Source: an optimization exercise on an open RTL-to-GDS flow (aim: small area and a short achievable clock period). Production flows keep margins and buffers that such runs may drop. Where RTL was checked, it was by simulation tests only, not by an equivalence proof against the original.

==> flow/design.v (excerpt) <==
module reel_block_rx (
  input  wire        clk,
  input  wire        rst,
  input  wire [39:0] in_data,
  input  wire        in_valid,
  output reg  [39:0] out_data,
  output reg         out_valid,
  output reg         stat_valid,
  output reg         stat_hdr_ok,
  output reg  [7:0]  stat_blk,
  output reg  [7:0]  stat_seq,
  output reg         stat_clean_a,
  output reg         stat_clean_b
);
For scale: ~1300 flip-flops, roughly 100 I/O pins.
==> module reel_block_rx, before the edit <==
module reel_block_rx (
  input  wire        clk,
  input  wire        rst,
  input  wire [39:0] in_data,
  input  wire        in_valid,
  output reg  [39:0] out_data,
  output reg         out_valid,
  output reg         stat_valid,
  output reg         stat_hdr_ok,
  output reg  [7:0]  stat_blk,
  output reg  [7:0]  stat_seq,
  output reg         stat_clean_a,
  output reg         stat_clean_b
);
  localparam [47:0] CLAPPER  = 48'hF3A6_0C59_D21E;
  localparam [57:0] SCR_INIT = 58'h2C5_9A37_E1D0_64BB;
  function [15:0] crc16_40(input [15:0] c_in, input [39:0] bits);
    integer i;
    reg [15:0] c;
    reg        fb;
    begin
      c = c_in;
      for (i = 39; i >= 0; i = i - 1) begin
        fb = c[15] ^ bits[i];
        c  = {c[14:0], 1'b0} ^ (fb ? 16'h1021 : 16'h0000);
      end
      crc16_40 = c;
    end
  endfunction
  function [97:0] scramble40(input [57:0] s_in);
    integer i;
    reg [57:0] s;
    reg [39:0] ks;
    reg        f;
    begin
      s = s_in;
      for (i = 39; i >= 0; i = i - 1) begin
        f     = s[57] ^ s[38];
        ks[i] = f;
        s     = {s[56:0], f};
      end
      scramble40 = {s, ks};
    end
  endfunction
  localparam [97:0] SCR_W2 = scramble40(SCR_INIT);
  localparam [57:0] SCR2   = SCR_W2[97:40];
  wire take = in_valid && !rst;
  reg [8:0]  word;      
  reg [57:0] scr;
  wire [97:0] scr_adv = scramble40(scr);
  always @(posedge clk) begin
    if (rst) begin
      word <= 9'd0;
      scr  <= 58'd0;
    end else if (in_valid) begin
      if (word == 9'd447) begin
        word <= 9'd0;
        scr  <= 58'd0;
      end else begin
        word <= word + 9'd1;
        scr  <= (word == 9'd1) ? SCR2 : scr_adv[97:40];
      end
    end
  end
  wire [39:0] plain = in_data ^ scr[39:0];
  reg        pv, pw0, pw1, plast;
  always @(posedge clk) begin
    out_data  <= plain;
    pv        <= take;
    pw0       <= (word == 9'd0);
    pw1       <= (word == 9'd1);
    plast     <= (word == 9'd447);
    out_valid <= take && (word >= 9'd2) && (word < 9'd424);
  end
  localparam [15:0] CRC_FF = crc16_40(16'hFFFF, 40'd0);
  reg [39:0] hq;        
  reg [15:0] bw;        
  reg        qv0, qv1;  
  reg [15:0] crc0;      
  reg        clap0;     
  reg        clap1;     
  reg        hdr_r;     
  reg [7:0]  blk_r, seq_r;
  always @(posedge clk) begin
    hq  <= in_data;
    bw  <= crc16_40(16'h0000, hq);
    qv0 <= pv && pw0;
    qv1 <= pv && pw1;
    if (pv && pw0)
      clap0 <= (hq == CLAPPER[47:8]);
    if (pv && pw1) begin
      clap1 <= clap0 && (hq[39:32] == CLAPPER[7:0]);
      blk_r <= hq[31:24];
      seq_r <= hq[23:16];
    end
    if (qv0)
      crc0 <= crc16_40(CRC_FF ^ bw, 40'd0);
    if (qv1)
      hdr_r <= clap1 && ((crc0 ^ bw) == 16'd0);
    stat_hdr_ok <= hdr_r;
    stat_blk    <= blk_r;
    stat_seq    <= seq_r;
  end
  wire zero_a, zero_b;
  rs_syn2 u_syn_a (
    .clk(clk), .en(pv), .first(pw0),
    .d_hi(plain[39:30]), .d_lo(plain[19:10]), .zero(zero_a)
  );
  rs_syn2 u_syn_b (
    .clk(clk), .en(pv), .first(pw0),
    .d_hi(plain[29:20]), .d_lo(plain[9:0]), .zero(zero_b)
  );
  reg end_pending, end_2;
  always @(posedge clk) begin
    if (rst) begin
      end_pending <= 1'b0;
      end_2       <= 1'b0;
      stat_valid  <= 1'b0;
    end else begin
      end_pending <= pv && plast;
      end_2       <= end_pending;
      stat_valid  <= end_2;
    end
    stat_clean_a <= zero_a;
    stat_clean_b <= zero_b;
  end
endmodule
Settings: LEC_CHECK=0, CAP_MARGIN=20, CORE_MARGIN=2, CORE_UTILIZATION=75, CTS_CLUSTER_DIAMETER=100, CTS_CLUSTER_SIZE=20, SETUP_SLACK_MARGIN=4.55, SLEW_MARGIN=20; clock period 7.0 ns.
run.sh (not shown) runs the stock make flow with config.mk's settings and CLKGATE_MAP_FILE= SYNTH_SCRIPT=/design/flow/synth_recipe.tcl, a recipe that flattens the netlist after the stock synthesis.
Edit:
--- a/flow/design.v
+++ b/flow/design.v
@@ -2015,5 +2015,4 @@
   end
   localparam [15:0] CRC_FF = crc16_40(16'hFFFF, 40'd0);
-  reg [39:0] hq;        
   reg [15:0] bw;        
   reg        qv0, qv1;  
@@ -2024,14 +2023,13 @@
   reg [7:0]  blk_r, seq_r;
   always @(posedge clk) begin
-    hq  <= in_data;
-    bw  <= crc16_40(16'h0000, hq);
+    bw  <= crc16_40(16'h0000, out_data);
     qv0 <= pv && pw0;
     qv1 <= pv && pw1;
     if (pv && pw0)
-      clap0 <= (hq == CLAPPER[47:8]);
+      clap0 <= (out_data == CLAPPER[47:8]);
     if (pv && pw1) begin
-      clap1 <= clap0 && (hq[39:32] == CLAPPER[7:0]);
-      blk_r <= hq[31:24];
-      seq_r <= hq[23:16];
+      clap1 <= clap0 && (out_data[39:32] == CLAPPER[7:0]);
+      blk_r <= out_data[31:24];
+      seq_r <= out_data[23:16];
     end
     if (qv0)
What happened:
- register-to-register slack got worse by 80 ps
- cell area shrinks by 0.40%
- area after synthesis shrinks by about 1%
- worst hold slack hardly moves
- via count grows by 1.1%
- die area shrinks by 1.0%
Function not checked in the second run of this note: the RTL went through the layout flow alone.

---

Another version of the RTL of reel_block_rx (not shown whole).
Size: roughly 6600 cells after synthesis.
==> module reel_block_rx, before the edit <==
module reel_block_rx (
  input  wire        clk,
  input  wire        rst,
  input  wire [39:0] in_data,
  input  wire        in_valid,
  output reg  [39:0] out_data,
  output reg         out_valid,
  output reg         stat_valid,
  output reg         stat_hdr_ok,
  output reg  [7:0]  stat_blk,
  output reg  [7:0]  stat_seq,
  output reg         stat_clean_a,
  output reg         stat_clean_b
);
  localparam [47:0] CLAPPER  = 48'hF3A6_0C59_D21E;
  localparam [57:0] SCR_INIT = 58'h2C5_9A37_E1D0_64BB;
  function [15:0] crc16_40(input [15:0] c_in, input [39:0] bits);
    integer i;
    reg [15:0] c;
    reg        fb;
    begin
      c = c_in;
      for (i = 39; i >= 0; i = i - 1) begin
        fb = c[15] ^ bits[i];
        c  = {c[14:0], 1'b0} ^ (fb ? 16'h1021 : 16'h0000);
      end
      crc16_40 = c;
    end
  endfunction
  function [97:0] scramble40(input [57:0] s_in);
    integer i;
    reg [57:0] s;
    reg [39:0] ks;
    reg        f;
    begin
      s = s_in;
      for (i = 39; i >= 0; i = i - 1) begin
        f     = s[57] ^ s[38];
        ks[i] = f;
        s     = {s[56:0], f};
      end
      scramble40 = {s, ks};
    end
  endfunction
  localparam [97:0] SCR_W2 = scramble40(SCR_INIT);
  localparam [57:0] SCR2   = SCR_W2[97:40];
  wire take = in_valid && !rst;
  reg [8:0]  word;      
  reg [57:0] scr;
  wire [97:0] scr_adv = scramble40(scr);
  always @(posedge clk) begin
    if (rst) begin
      word <= 9'd0;
      scr  <= 58'd0;
    end else if (in_valid) begin
      if (word == 9'd447) begin
        word <= 9'd0;
        scr  <= 58'd0;
      end else begin
        word <= word + 9'd1;
        scr  <= (word == 9'd1) ? SCR2 : scr_adv[97:40];
      end
    end
  end
  wire [39:0] plain = in_data ^ scr[39:0];
  reg        pv, pw0, pw1, plast;
  always @(posedge clk) begin
    out_data  <= plain;
    pv        <= take;
    pw0       <= (word == 9'd0);
    pw1       <= (word == 9'd1);
    plast     <= (word == 9'd447);
    out_valid <= take && (word >= 9'd2) && (word < 9'd424);
  end
  reg [15:0] crc0;      
  reg        clap0;     
  wire [15:0] crc_in  = pw0 ? 16'hFFFF : crc0;
  wire [15:0] crc_out = crc16_40(crc_in, out_data);
  always @(posedge clk) begin
    if (pv && pw0) begin
      crc0  <= crc_out;
      clap0 <= (out_data == CLAPPER[47:8]);
    end
    if (pv && pw1) begin
      stat_hdr_ok <= clap0 && (out_data[39:32] == CLAPPER[7:0]) && (crc_out == 16'd0);
      stat_blk    <= out_data[31:24];
      stat_seq    <= out_data[23:16];
    end
  end
  wire zero_a, zero_b;
  rs_syn2 u_syn_a (
    .clk(clk), .en(pv), .first(pw0),
    .d_hi(plain[39:30]), .d_lo(plain[19:10]), .zero(zero_a)
  );
  rs_syn2 u_syn_b (
    .clk(clk), .en(pv), .first(pw0),
    .d_hi(plain[29:20]), .d_lo(plain[9:0]), .zero(zero_b)
  );
  reg end_pending;
  always @(posedge clk) begin
    if (rst) begin
      end_pending <= 1'b0;
      stat_valid  <= 1'b0;
    end else begin
      end_pending <= pv && plast;
      stat_valid  <= end_pending;
    end
    if (end_pending) begin
      stat_clean_a <= zero_a;
      stat_clean_b <= zero_b;
    end
  end
endmodule
export LEC_CHECK = 0
export CAP_MARGIN = 20
export CORE_MARGIN = 2
export CORE_UTILIZATION = 40
export SETUP_SLACK_MARGIN = 4.5
export SLEW_MARGIN = 20
create_clock -name core_clock -period 7.0 [get_ports {clk}]
The baseline passed the timing, design-rule and antenna checks.
Rerun with:
--- a/flow/design.v
+++ b/flow/design.v
@@ -1982,24 +1982,29 @@
     pw1       <= (word == 9'd1);
     plast     <= (word == 9'd447);
     out_valid <= take && (word >= 9'd2) && (word < 9'd424);
   end
   reg [15:0] crc0;      
   reg        clap0;     
-  wire [15:0] crc_in  = pw0 ? 16'hFFFF : crc0;
-  wire [15:0] crc_out = crc16_40(crc_in, out_data);
+  reg [15:0] crc1;      
+  reg        clap1;     
+  reg [7:0]  blk_r, seq_r;
   always @(posedge clk) begin
     if (pv && pw0) begin
-      crc0  <= crc_out;
+      crc0  <= crc16_40(crc16_40(16'hFFFF, out_data), 40'd0);
       clap0 <= (out_data == CLAPPER[47:8]);
     end
     if (pv && pw1) begin
-      stat_hdr_ok <= clap0 && (out_data[39:32] == CLAPPER[7:0]) && (crc_out == 16'd0);
-      stat_blk    <= out_data[31:24];
-      stat_seq    <= out_data[23:16];
+      crc1  <= crc0 ^ crc16_40(16'h0000, out_data);
+      clap1 <= clap0 && (out_data[39:32] == CLAPPER[7:0]);
+      blk_r <= out_data[31:24];
+      seq_r <= out_data[23:16];
     end
+    stat_hdr_ok <= clap1 && (crc1 == 16'd0);
+    stat_blk    <= blk_r;
+    stat_seq    <= seq_r;
   end
   wire zero_a, zero_b;
   rs_syn2 u_syn_a (
     .clk(clk), .en(pv), .first(pw0),
     .d_hi(plain[39:30]), .d_lo(plain[19:10]), .zero(zero_a)
   );
@@ -2013,12 +2018,10 @@
       end_pending <= 1'b0;
       stat_valid  <= 1'b0;
     end else begin
       end_pending <= pv && plast;
       stat_valid  <= end_pending;
     end
-    if (end_pending) begin
-      stat_clean_a <= zero_a;
-      stat_clean_b <= zero_b;
-    end
+    stat_clean_a <= zero_a;
+    stat_clean_b <= zero_b;
   end
 endmodule
After rerunning: The changed run produced a clean layout. Cell count rises by a few percent. Synthesized cell count rises slightly. Final area rises by a few percent. Wire length rises by a few percent. Core utilization rises by 0.82 points. Register-to-register slack degrades by 0.67 ns. Via count rises slightly. Clock-buffer cell count rises by 36. Sequential share of layout area falls by 0.79 points. Hold slack degrades by 0.075 ns.
The RTL of the second run of this note was laid out without a check of its function.

## afterwards: timing with drivers on the ports
In the flow no input, the clock included, has a driving cell. The finished layouts below were timed again as built, in two steps. Step 1: set_driving_cell puts a clkbuf_16 on clk and a buf_2 on each other input, an assumption about the parent block. Step 2, shift: input delay + t, output delay - t, t = (earliest + latest rising clock arrival at the registers) / 2. This alone moves slack from input paths to output paths. Slacks: ideal ports / drivers / drivers and shift; pairs: ideal ports / drivers.
| run | shift t [ns] | slack for setup (ns) | worst setup path after step 2 | clock arrival spread, ns |
|---|---|---|---|---|
| the first run of note 1 | 0.772 | 4.419 / 4.336 / 3.892 | input to register | 0.021 / 0.021 |
| the second run of note 1 | 0.760 | 4.360 / 4.304 / 3.731 | input to register | 0.031 / 0.031 |
| the first run of note 2 | 0.871 | 3.797 / 3.797 / 3.786 | input to register | 0.037 / 0.037 |
| the second run of note 2 | 0.883 | 3.124 / 3.124 / 3.124 | register to register | 0.042 / 0.042 |
After both steps setup and hold are still met in every run listed. For the second run of note 1, which loses most, drivers alone change the setup slack by -0.056 ns; drivers and shift together by -0.629 ns.
